This design comes from an exercise in tuning for small area, a short achievable clock period and few clock cycles on the open sky130 flow, not from production work.
The RTL was checked by simulation tests, not by an equivalence proof against the original design.

## rill_cost
module rill_cost (
    input  wire        clk,
    input  wire        rst,         
    input  wire        in_valid,
    output wire        in_ready,
    input  wire [11:0] in_data,
    input  wire        in_lg,       
    input  wire        in_last,     
    output reg         grp_valid,
    output reg  [3:0]  grp_k0,
    output reg  [3:0]  grp_k1,
    output reg  [3:0]  grp_k2,
    output reg         res_valid,
    output reg  [1:0]  res_pred,
    output reg  [15:0] res_len
);
export LEC_CHECK = 0
export ABC_AREA = 1
export CAP_MARGIN = 20
export CORE_MARGIN = 2
export CORE_UTILIZATION = 40
export CTS_CLUSTER_DIAMETER = 80
export CTS_CLUSTER_SIZE = 30
export SLEW_MARGIN = 20
create_clock -name core_clock -period 42.0 [get_ports {clk}]
standard.sh (not shown) runs the stock make flow with config.mk's settings and CLKGATE_MAP_FILE= SYNTH_SCRIPT=/design/flow/synth_recipe.tcl, a recipe that flattens the netlist after the stock synthesis.
==> flow/flow/run.sh <==
#!/bin/bash
set -euo pipefail
HERE=$(pwd)
R=$HERE/orfs/results/sky130hd/rill_cost/base
ARGS=("BUFFER_PORTS_ARGS=-buffer_cell sky130_fd_sc_hd__buf_2"
      SETUP_SLACK_MARGIN=32.5 TNS_END_PERCENT=100
      "CTS_ARGS=-sink_clustering_enable -repair_clock_nets -sink_clustering_size 30 -sink_clustering_max_diameter 80 -dont_use_dummy_load -distance_between_buffers 300 -branching_point_buffers_distance 300")

bash standard.sh "${ARGS[@]}" synth > standard_synth.log 2>&1

cp "$R/1_2_yosys.v" "$HERE/standard_synth.v"
YOSYS=yosys
[[ -x "$FLOW_HOME/../tools/install/yosys/bin/yosys" ]] && YOSYS="$FLOW_HOME/../tools/install/yosys/bin/yosys"
DONT_USE=$(sed -n '/^export DONT_USE_CELLS/,/^$/p' "$FLOW_HOME/platforms/sky130hd/config.mk" | grep -o 'sky130_fd_sc_hd__[a-z0-9_]*' | tr '\n' ' ')
LIB_FILE="$FLOW_HOME/platforms/sky130hd/lib/sky130_fd_sc_hd__tt_025C_1v80.lib" \
STD_NETLIST="$HERE/standard_synth.v" OUT_NETLIST="$R/1_2_yosys.v" TOP="$FLOW_TOP" \
DONT_USE="$DONT_USE" ABC_D=6500 ABC_SCRIPT="$HERE/flow/remap.abc" \
    "$YOSYS" -c "$HERE/flow/remap.tcl" > remap.log 2>&1
rm -f "$R/1_synth.odb" "$R/1_synth.sdc"

bash standard.sh "${ARGS[@]}" finish > standard_finish.log 2>&1
==> flow/flow/remap.abc <==
strash
&get -n
&fraig -x
&put
scorr
dc2
strash
&get -n
&st
&dch -f -C 200
&nf -R 1000 -E 100 -C 32
&put
topo
stime -c
buffer -c
dnsize -c
Other scripts of this flow, unchanged in this note and not shown: flow/flow/remap.tcl
Testbench counts at the start, summed over its fixed seeds: cycles 81,576.
Then changed:
--- a/flow/flow/run.sh
+++ b/flow/flow/run.sh
@@ -6,2 +6 @@
-      SETUP_SLACK_MARGIN=32.5 TNS_END_PERCENT=100
-      "CTS_ARGS=-sink_clustering_enable -repair_clock_nets -sink_clustering_size 30 -sink_clustering_max_diameter 80 -dont_use_dummy_load -distance_between_buffers 300 -branching_point_buffers_distance 300")
+      SETUP_SLACK_MARGIN=32.5 TNS_END_PERCENT=100)
--- a/flow/flow/remap.abc
+++ b/flow/flow/remap.abc
@@ -15,0 +16 @@
+upsize -c
- CTS_CLUSTER_DIAMETER: 80 -> 50
- CTS_CLUSTER_SIZE: 30 -> 80
Effect: Maximum frequency drops by 0.46%. Die area increases by 0.66%. Non-clock buffer count goes up by 1. Cell area increases by 6.2%. Worst setup slack degrades by 0.043 ns.
Then changed:
--- a/flow/flow/run.sh
+++ b/flow/flow/run.sh
@@ -6 +6,2 @@
-      SETUP_SLACK_MARGIN=32.5 TNS_END_PERCENT=100)
+      SETUP_SLACK_MARGIN=32.5 TNS_END_PERCENT=100
+      "CTS_ARGS=-sink_clustering_enable -repair_clock_nets -sink_clustering_size 30 -sink_clustering_max_diameter 80 -dont_use_dummy_load")
--- a/flow/flow/remap.abc
+++ b/flow/flow/remap.abc
@@ -16 +15,0 @@
-upsize -c
- CTS_CLUSTER_DIAMETER: 50 -> 80
- CTS_CLUSTER_SIZE: 80 -> 30
What happened: The changed run passed the timing, DRC and antenna checks. Cell count falls by 2.2%. Clock skew climbs by 0.029 ns. Worst hold slack improved by 0.0038 ns. Sequential cell count stays the same. Critical path depth is unchanged.
Then changed:
--- a/flow/flow/run.sh
+++ b/flow/flow/run.sh
@@ -6,2 +6 @@
-      SETUP_SLACK_MARGIN=32.5 TNS_END_PERCENT=100
-      "CTS_ARGS=-sink_clustering_enable -repair_clock_nets -sink_clustering_size 30 -sink_clustering_max_diameter 80 -dont_use_dummy_load")
+      SETUP_SLACK_MARGIN=32.5 TNS_END_PERCENT=100)
--- a/flow/flow/remap.abc
+++ b/flow/flow/remap.abc
@@ -15,0 +16 @@
+upsize -c
The new run finished with timing, DRC and antenna clean.
Cell area climbs slightly.
Maximum frequency is lower slightly.
Via count hardly moves.
Routed wire length climbs slightly.
Sequential share of layout area falls by 0.51 points.

[re-timing with driven ports]
How much do the figures lean on ideal ports? The routed layouts below were timed once more, with nothing changed but the port constraints.
Step 1 sets driving cells, clkbuf_16 on the clock port and buf_2 on the other inputs (assumed; they add their load-dependent delay and slew).
Step 2 moves the port delays by t, midway between the first and last clock arrival at a register: inputs arrive t later, outputs are due t later. That takes back most of the time a late clock gives input paths.
a / b / c = ideal / step 1 / step 2; a / b = the first two.
run	t (ns)	setup WS [ns]	cell pins on the clock port's net
the first run	0.625	32.573 / 32.508 / 33.118	1
the second run	0.687	32.530 / 32.460 / 33.075	1
the third run	0.625	32.573 / 32.508 / 33.118	1
the fourth run	0.652	32.533 / 32.466 / 32.963	1
After both steps setup and hold are still met in every run listed.
